Background: an optimization exercise with open tools, aiming at small area and a short achievable clock period. Do not read the settings as production practice.
RTL that was checked went through simulation tests only; none was proved equivalent to the original.
Power is estimated from default activity; no workload was simulated.

## fmul36
module fmul36 (
    input  wire        clk,
    input  wire        rst,
    input  wire        in_valid,
    input  wire [35:0] a,
    input  wire [35:0] b,
    input  wire [2:0]  rm,
    input  wire        ftz,
    output reg         out_valid,
    output reg  [35:0] result,
    output reg         iv,
    output reg         of,
    output reg         uf,
    output reg         nx
);
Size in the first run: ~120 I/O pins.
==> flow/config.mk <==
export PLATFORM = sky130hd
export DESIGN_NAME = fmul36
export DESIGN_NICKNAME = fmul36
export VERILOG_FILES = /design/flow/design.v
export SDC_FILE = /design/flow/constraint.sdc
export NUM_CORES = 4
export LEC_CHECK = 0
export CAP_MARGIN = 20
export CORE_MARGIN = 2
export CORE_UTILIZATION = 40
export SLEW_MARGIN = 20
export SYNTH_HIERARCHICAL = 1
export SYNTH_MINIMUM_KEEP_SIZE = 0
==> flow/constraint.sdc <==
create_clock -name core_clock -period 16.5 [get_ports {clk}]
set_input_delay 3.3000 -clock core_clock [delete_from_list [all_inputs] [get_ports {clk}]]
set_output_delay 3.3000 -clock core_clock [all_outputs]
set_load 0.01 [all_outputs]
standard.sh (not shown) runs the stock make flow with config.mk's settings and CLKGATE_MAP_FILE= SYNTH_SCRIPT=/design/flow/synth_recipe.tcl, a recipe that flattens the netlist after the stock synthesis.
==> flow/flow/run.sh <==
#!/bin/bash
# The standard layout (bash standard.sh: the standard synthesis and ORFS
# from floorplan to finish), with every port buffered by buf_2 instead of
# the buffer buffer_ports picks by default.
set -euo pipefail
export BUFFER_PORTS_ARGS="-buffer_cell sky130_fd_sc_hd__buf_2"
bash standard.sh > standard.log 2>&1
Rerun with:
--- a/flow/design.v
+++ b/flow/design.v
@@ -128,18 +128,14 @@
     wire [9:0] xa = {1'b0, ea[8:1], ea[0] | a_sub};
     wire [9:0] xb = {1'b0, eb[8:1], eb[0] | b_sub};
     wire [9:0] xs = xa + xb;
     wire [5:0] tzs = {1'b0, tza} + {1'b0, tzb};
     wire [4:0]  k0   = a_sub ? msa : msb;
     wire signed [11:0] d = $signed({2'b00, xs}) + $signed({7'd0, k0}) - 12'sd282;
-    wire [8:0]  eo   = a_sub ? eb : ea;
-    wire [4:0]  th   = 5'd25 - eo[4:0];
-    wire        eo_mid = eo[8] & (eo[7:0] <= 8'd25);
-    wire        dneg_n = !xs[9] & !xs[8];
-    wire        dneg_s = !eo[8] | (eo_mid & (k0 < th));
-    wire        dneg = (a_sub & b_sub) | ((a_sub ^ b_sub) ? dneg_s : dneg_n);
+    wire [9:0]  lim  = 10'd282 - {5'd0, k0};
+    wire        dneg = (xs < lim);
     wire        kbig = (xs < 10'd219);
     wire [5:0]  ktl  = 6'd26 - xs[5:0];
     wire [5:0]  ks   = !dneg ? {1'b0, k0} : (kbig ? 6'd63 : ktl);
     wire [28:0]  bx  = {1'b0, mb, 1'b0};
     wire [27:0]  ae0 = {1'b0, ma};
     wire [27:0]  ae1 = {ma, 1'b0};
After rerunning:
- The new run finished clean
- worst setup slack gets worse by 0.51 ns
- combinational power went down by about 3%
- utilization stays flat
- clock skew went up by 0.020 ns
- via count went down by 1.6%
- die area went down by 2.0%
- synthesized area went down by 2.1%
No run of this note included a check of the RTL's function; only the layout flow was run.

---

Another version of the RTL of fmul36 (not shown whole).
For scale: about 3,500 cells after synthesis, ~120 I/O pins, about 34,000 um2 of cells after synthesis.
==> flow/config.mk <==
export PLATFORM = sky130hd
export DESIGN_NAME = fmul36
export DESIGN_NICKNAME = fmul36
export VERILOG_FILES = /design/flow/design.v
export SDC_FILE = /design/flow/constraint.sdc
export NUM_CORES = 4
export LEC_CHECK = 0
export CAP_MARGIN = 20
export CORE_MARGIN = 2
export CORE_UTILIZATION = 40
export SLEW_MARGIN = 20
export SYNTH_HIERARCHICAL = 1
export SYNTH_MINIMUM_KEEP_SIZE = 0
==> flow/constraint.sdc <==
create_clock -name core_clock -period 16.5 [get_ports {clk}]
set_input_delay 3.3000 -clock core_clock [delete_from_list [all_inputs] [get_ports {clk}]]
set_output_delay 3.3000 -clock core_clock [all_outputs]
set_load 0.01 [all_outputs]
run.sh (not shown) runs the stock make flow with config.mk's settings and CLKGATE_MAP_FILE= SYNTH_SCRIPT=/design/flow/synth_recipe.tcl, a recipe that flattens the netlist after the stock synthesis.
Stock flow here: none of the scripts above is used.
Then changed:
--- a/flow/design.v
+++ b/flow/design.v
@@ -1072,44 +1072,40 @@
             default: inc = g;
         endcase
     end
     wire incn   = (rc3 == 2'd0) ? 1'b0 : (rc3 == 2'd1) ? (wv[0] | st2_3) : wv[0];
     wire cyn    = (&wv[27:1]) & incn;
     wire be0    = (dn1_3 & !wv[28]) | (dn2_3 & wv[27]);
     wire tiny   = dneg3 & !((dn1_3 & wv[28]) | (be0 & cyn));
-    wire [9:0]  ep  = e1b3 + {9'd0, top} + {9'd0, m[26]};
-    wire        c26 = inc & (&m[25:0]);
+    wire [9:0]  ea1 = e1b3 + {9'd0, top};
+    wire [27:0] mr  = {1'b0, m} + {27'd0, inc};
     reg          v4;
-    reg [25:0]   m4;
-    reg          inc4, c26_4;
+    reg [27:0]   mr4;
     reg          inx4, tiny4;
     reg [9:0]    ea4;
     reg          s4, ovf_inf4, ftz4;
     reg          sp4, sp_nan4, sp_inf4, sp_iv4;
     always @(posedge clk) begin
         if (rst)
             v4 <= 1'b0;
         else
             v4 <= v3;
-        m4       <= m[25:0];
-        inc4     <= inc;
-        c26_4    <= c26;
+        mr4      <= mr;
         inx4     <= inx;
         tiny4    <= tiny;
-        ea4      <= ep;
+        ea4      <= ea1;
         s4       <= s3;
         ovf_inf4 <= ovf_inf3;
         ftz4     <= ftz3;
         sp4      <= sp3;
         sp_nan4  <= sp_nan3;
         sp_inf4  <= sp_inf3;
         sp_iv4   <= sp_iv3;
     end
-    wire [25:0] mr  = m4 + {25'd0, inc4};
-    wire [10:0] ef  = {1'b0, ea4} + {10'd0, c26_4};
+    wire [10:0] ef  = {1'b0, ea4} + {9'd0, mr4[27], mr4[26]};
     wire        ovf = (ef >= 11'd511);
     reg [35:0] r_res;
     reg        r_iv, r_of, r_uf, r_nx;
     always @(*) begin
         r_iv = 1'b0; r_of = 1'b0; r_uf = 1'b0; r_nx = 1'b0;
         if (sp4) begin
             r_res = {s4 & !sp_nan4, {9{sp_nan4 | sp_inf4}}, sp_nan4, 25'd0};
@@ -1119,15 +1115,15 @@
             r_of  = 1'b1;
             r_nx  = 1'b1;
         end else if (tiny4 & ftz4) begin
             r_res = {s4, 35'd0};
             r_uf  = 1'b1;
             r_nx  = 1'b1;
         end else begin
-            r_res = {s4, ef[8:0], mr};
+            r_res = {s4, ef[8:0], mr4[25:0]};
             r_uf  = tiny4 & inx4;
             r_nx  = inx4;
         end
     end
     always @(posedge clk) begin
         if (rst)
             out_valid <= 1'b0;
After rerunning: Synthesized cell count grows by about 3.6%. Synthesized area came out higher by 0.88%. Design area climbs by 0.31%. Maximum frequency rises by about 1.2%. Via count is higher by 3.0%. Sequential share of layout area hardly moves. Critical path depth increases by 1. Power goes down by about 0.6%. Sequential power stays flat. Global-route usage hardly moves.
Function was not checked in any run of this note: the RTL went through the layout flow alone.

---

old:
Another version of the RTL of fmul36 (not shown whole).
For scale: about 3,200 cells after synthesis, ~400 flip-flops, about 120 I/O pins, about 31,000 um2 of cells after synthesis.
export LEC_CHECK = 0
export CAP_MARGIN = 20
export CORE_MARGIN = 2
export CORE_UTILIZATION = 40
export CTS_CLUSTER_DIAMETER = 100
export CTS_CLUSTER_SIZE = 24
export SLEW_MARGIN = 60
export SYNTH_HIERARCHICAL = 1
export SYNTH_MINIMUM_KEEP_SIZE = 0
create_clock -name core_clock -period 16.5 [get_ports {clk}]
standard.sh (not shown) runs the stock make flow with config.mk's settings and CLKGATE_MAP_FILE= SYNTH_SCRIPT=/design/flow/synth_recipe.tcl, a recipe that flattens the netlist after the stock synthesis.
Scripts as last shown in full above: flow/flow/run.sh
old: all stages complete, timing, DRC and antenna checks passed
Edits applied to the flow inputs when going from old to new:
diff --git a/flow/design.v b/flow/design.v
--- a/flow/design.v
+++ b/flow/design.v
@@ -38,24 +38,22 @@
     output reg  [35:0] result,
     output reg         iv,
     output reg         of,
     output reg         uf,
     output reg         nx
 );
     reg        v1;
     reg [35:0] a1;           
     reg [9:0]  b1;           
     reg        az1, bz1;     
     reg        ah1;          
-    reg        bnz1, bq1;    
-    reg [4:0]  bms1, btr1;   
     reg [2:0]  rm1;
     reg        ftz1;
     reg [13:0] bone1, btwo1;     
     reg [12:0] bneg1;
     function automatic [4:0] pos32(input [31:0] x, input hi);
         reg [15:0] v1; reg [15:0] p1;
         reg [7:0]  v2; reg [15:0] p2;
         reg [3:0]  v3; reg [11:0] p3;
         reg [1:0]  v4; reg [7:0]  p4;
         reg        u;
         integer k;
@@ -84,93 +82,98 @@
             pos32 = u ? {1'b1, p4[7:4]} : {1'b0, p4[3:0]};
         end
     endfunction
     wire [28:0] bxi = {1'b0, b[34:26] != 9'd0, b[25:0], 1'b0};
     reg  [13:0] bone_i, btwo_i, bneg_i;
     integer bk;
     always @(*) begin
         for (bk = 0; bk < 14; bk = bk + 1) begin
             bone_i[bk] = bxi[2 * bk + 1] ^ bxi[2 * bk];
             btwo_i[bk] = (bxi[2 * bk + 2] & !bxi[2 * bk + 1] & !bxi[2 * bk]) |
                          (!bxi[2 * bk + 2] & bxi[2 * bk + 1] & bxi[2 * bk]);
-            bneg_i[bk] = bxi[2 * bk + 2] & !(bxi[2 * bk + 1] & bxi[2 * bk]);
+            bneg_i[bk] = bxi[2 * bk + 2];
         end
     end
-    reg [25:0] brev;
-    integer br;
-    always @(*)
-        for (br = 0; br < 26; br = br + 1)
-            brev[br] = b[25 - br];
     always @(posedge clk) begin
         if (rst)
             v1 <= 1'b0;
         else
             v1 <= in_valid;
         a1   <= {a[35:27], a[26] | (a[34:26] == 9'd0), ~a[25:0]};
         b1   <= {b[35:27], b[26] | (b[34:26] == 9'd0)};
-        bnz1 <= (b[25:0] != 26'd0);
-        bq1  <= b[25];
-        bms1 <= pos32({6'd0, b[25:0]}, 1'b1);
-        btr1 <= pos32({6'd0, brev}, 1'b1);
         az1  <= (a[34:26] == 9'd0);
         ah1  <= (a[34:26] != 9'd0);
         bz1  <= (b[34:26] == 9'd0);
         rm1  <= rm;
         ftz1 <= ftz;
         bone1 <= bone_i;
         btwo1 <= btwo_i;
         bneg1 <= bneg_i[12:0];
     end
     wire        sa = a1[35];
     wire        sb = b1[9];
     wire [8:0]  ea = a1[34:26];      
     wire [8:0]  eb = b1[8:0];
     wire [25:0] fan = a1[25:0];
     wire [25:0] fa = ~fan;
     wire a_sub  = az1;
     wire b_sub  = bz1;
     wire a_max  = (ea == 9'h1FF);
     wire b_max  = (eb == 9'h1FF);
     wire a_fnz  = (fa != 26'd0);
-    wire b_fnz  = bnz1;
+    wire [25:0] fb;
+    genvar gf;
+    generate
+        for (gf = 0; gf < 13; gf = gf + 1) begin : g_fb
+            assign fb[2 * gf + 1] = bneg1[gf];
+            if (gf == 0) begin : g_f0
+                assign fb[0] = bone1[0];
+            end else begin : g_fk
+                assign fb[2 * gf] = bone1[gf] ^ bneg1[gf - 1];
+            end
+        end
+    endgenerate
+    wire b_fnz  = (fb != 26'd0);
     wire a_nan  = a_max & a_fnz;
     wire b_nan  = b_max & b_fnz;
     wire a_inf  = a_max & !a_fnz;
     wire b_inf  = b_max & !b_fnz;
     wire a_zero = a_sub & (!a_fnz | ftz1);
     wire b_zero = b_sub & (!b_fnz | ftz1);
     wire inv0   = (a_inf & b_zero) | (b_inf & a_zero);
     wire s      = sa ^ sb;
     wire sp     = a_nan | b_nan | a_inf | b_inf | a_zero | b_zero;
     wire sp_nan = a_nan | b_nan | inv0;
     wire sp_inf = a_inf | b_inf;
-    wire sp_iv  = (a_nan & !fa[25]) | (b_nan & !bq1) | inv0;
+    wire sp_iv  = (a_nan & !fa[25]) | (b_nan & !fb[25]) | inv0;
     wire [1:0] spc = {sp_nan, sp_nan ? sp_iv : sp_inf};
     wire       sr  = s & !sp_nan;
     reg [1:0] rc;
     reg       ovf_inf;
     always @(*) begin
         case (rm1)
             3'd0:    begin rc = 2'd2;             ovf_inf = 1'b1; end
             3'd1:    begin rc = 2'd0;             ovf_inf = 1'b0; end
             3'd2:    begin rc = {1'b0, !s};       ovf_inf = !s;   end
             3'd3:    begin rc = {1'b0, s};        ovf_inf = s;    end
             3'd4:    begin rc = 2'd3;             ovf_inf = 1'b1; end
             default: begin rc = 2'd3;             ovf_inf = 1'b0; end
         endcase
     end
     wire [26:0] ma = {!a_sub, fa};
     wire [4:0] msa = pos32({5'd0, ma}, 1'b1);
-    wire [4:0] msb = b_sub ? bms1 : 5'd26;
+    wire [4:0] bms = pos32({6'd0, fb}, 1'b1);
+    wire [4:0] btz = pos32({6'd0, fb}, 1'b0);
+    wire [4:0] msb = b_sub ? bms : 5'd26;
     wire [4:0] tza = pos32({5'd0, ma}, 1'b0);
-    wire [4:0] tzb = b_fnz ? 5'd25 - btr1 : 5'd26;
+    wire [4:0] tzb = b_fnz ? btz : 5'd26;
     wire [9:0] xa = {1'b0, ea};
     wire [9:0] xb = {1'b0, eb};
     wire [9:0] xs = xa + xb;
     wire [5:0] tzs = {1'b0, tza} + {1'b0, tzb};
     wire [4:0]  k0   = a_sub ? msa : msb;
     wire [8:0]  eo   = a_sub ? eb : ea;
     wire [4:0]  th   = 5'd25 - eo[4:0];
     wire        eo_mid = eo[8] & (eo[7:0] <= 8'd25);
     wire        dneg_n = !xs[9] & !xs[8];
     wire        dneg_s = !eo[8] | (eo_mid & (k0 < th));
     wire        dneg = (a_sub & b_sub) | ((a_sub ^ b_sub) ? dneg_s : dneg_n);
Notes after the runs:
- On number of sequential cells: new sits below old.
- Summary: final hold slack, new better than old
- [compare] base=old new=new: number of distinct library cells after synthesis increased about 6.6%, placed cell count decreased by 78 relative to the old numbers, summed instance area of the synthesized netlist has decreased.
- new against old: final standard cell utilization of the core has decreased; initial antenna violation count -6; design area lower.
- Taking old as the reference point, the post-synthesis to final-layout area growth of new falls by 0.24 points.
- Re sequential cell fraction of total power: new is 0.7 points up on old.
- Summary — number of nets at the end of the flow, new relative to old: lower, by about 2.4%.
- Sort new and old by peak per-stage delay on the critical path, ascending, and old comes first.
- Against old, via count in new fell by a few percent.
- Against old, total power in new fell by a few percent.
- in -> reg as the category of the critical setup timing path was reported by old, and reg -> reg by new.
No functional check of the RTL was part of any run of this note.

---

## run B
Another version of the RTL of fmul36 (not shown whole).
Size in the first run: about 3300 cells after synthesis, ~120 I/O pins.
==> flow/design.v (excerpt) <==
module fmul36 (
    input  wire        clk,
    input  wire        rst,
    input  wire        in_valid,
    input  wire [35:0] a,
    input  wire [35:0] b,
    input  wire [2:0]  rm,
    input  wire        ftz,
    output reg         out_valid,
    output reg  [35:0] result,
    output reg         iv,
    output reg         of,
    output reg         uf,
    output reg         nx
);
==> flow/config.mk <==
export PLATFORM = sky130hd
export DESIGN_NAME = fmul36
export DESIGN_NICKNAME = fmul36
export VERILOG_FILES = /design/flow/design.v
export SDC_FILE = /design/flow/constraint.sdc
export NUM_CORES = 4
export LEC_CHECK = 0
export CAP_MARGIN = 20
export CORE_MARGIN = 2
export CORE_UTILIZATION = 40
export CTS_CLUSTER_DIAMETER = 100
export CTS_CLUSTER_SIZE = 24
export SLEW_MARGIN = 60
export SYNTH_HIERARCHICAL = 1
export SYNTH_MINIMUM_KEEP_SIZE = 0
==> flow/constraint.sdc <==
create_clock -name core_clock -period 16.5 [get_ports {clk}]
set_input_delay 3.3000 -clock core_clock [delete_from_list [all_inputs] [get_ports {clk}]]
set_output_delay 3.3000 -clock core_clock [all_outputs]
set_load 0.01 [all_outputs]
Scripts as last shown in full above: flow/flow/run.sh
Run B has completed all stages; timing, DRC and antenna checks passed.
What run H does differently from run B at the input level:
--- a/flow/design.v
+++ b/flow/design.v
@@ -181,15 +181,21 @@
     wire [4:0] tzb = b_fnz ? btz : 5'd26;
     wire [9:0] xa = {1'b0, ea};
     wire [9:0] xb = {1'b0, eb};
     wire [9:0] xs = xa + xb;
     wire [5:0] tzs = {1'b0, tza} + {1'b0, tzb};
     wire [4:0]  k0   = a_sub ? msa : msb;
-    wire [5:0]  ktc  = (xs >= 10'd282) ? 6'd0 : (xs <= 10'd219) ? 6'd63 : 6'd26 - xs[5:0];
-    wire        dneg = (ktc > {1'b0, k0});
-    wire [5:0]  ks   = dneg ? ktc : {1'b0, k0};
+    wire [8:0]  eo   = a_sub ? eb : ea;
+    wire [4:0]  th   = 5'd25 - eo[4:0];
+    wire        eo_mid = eo[8] & (eo[7:0] <= 8'd25);
+    wire        dneg_n = !xs[9] & !xs[8];
+    wire        dneg_s = !eo[8] | (eo_mid & (k0 < th));
+    wire        dneg = (a_sub & b_sub) | ((a_sub ^ b_sub) ? dneg_s : dneg_n);
+    wire        kbig = (xs < 10'd219);
+    wire [5:0]  ktl  = 6'd26 - xs[5:0];
+    wire [5:0]  ks   = !dneg ? {1'b0, k0} : (kbig ? 6'd63 : ktl);
     wire [27:0]  ae0 = {1'b0, ah1, fa};
     wire [27:0]  ae1 = {ah1, fa, 1'b0};
     wire [391:0] bp;
     wire [13:0]  bneg, bnn;
     genvar gi, gj;
     generate
### Flow results
No stage failed in run H, and the final checks on the layout all came back clean.
Compared with run B, design area in run H decreased slightly.
For run B, the kind of critical path was flip-flop to flip-flop, unlike run H, where it was flip-flop to output port.
Run H: number of vias per cell 0.072 below run B
On core utilization, run H and run B are neck and neck.
Compared with run B, final routed wirelength across all metal layers in run H decreased slightly.
Number of antenna violations at the first check in global routing: run H vs run B down 1
Between run H and run B, the difference in synthesized area per cell is negligible.
From run B to run H the numbers moved as follows: area fraction in compound gates after synthesis down 0.27 points; clock network fraction of design power up 0.2 points; fraction of synthesized area in multiplexers flat.
When run H is measured against run B, its xor/xnor share of the synthesized area turns out 0.27 points higher.
[run H] placeable core region fell about 0.5% relative to run B
The RTL of run B was laid out without a check of its function.

==> re-timing with driven ports <==
The results above use ideal ports. As a check the final layouts listed here were re-extracted and re-timed, cells and wires unchanged.
Step 1, drivers: a clkbuf_16 drives clk and a buf_2 each remaining input, both assumed.
Step 2 adds t to the input delays and takes it off the output delays; t is the mean of the earliest and latest rising clock arrival at the registers after step 1. Input paths then give back, and output paths get back, about the clock's delay inside the block.
Slacks: ideal ports / drivers / drivers and shift; pairs: ideal ports / drivers.
run	t (ns)	setup WS [ns]	worst setup path after step 2	slew at the worst register clock pin (ns)
the first run of note 1	0.659	11.574 / 11.574 / 11.574	register to register	0.08 / 0.08
the second run of note 1	0.670	11.065 / 11.065 / 11.065	register to register	0.08 / 0.08
the first run of note 2	0.653	11.568 / 11.568 / 11.568	register to register	0.07 / 0.07
the second run of note 2	0.659	11.625 / 11.625 / 11.625	register to register	0.06 / 0.06
old	0.655	12.064 / 12.059 / 11.456	input to register	0.09 / 0.09
new	0.651	11.958 / 11.958 / 11.958	register to register	0.10 / 0.10
run B	0.652	11.888 / 11.888 / 11.888	register to register	0.10 / 0.10
run H	0.651	12.156 / 12.093 / 12.148	input to register	0.09 / 0.09
After both steps every run listed still meets setup and hold. The setup slack of old, which loses most, moves by -0.005 ns with the drivers and by -0.608 ns with both steps.
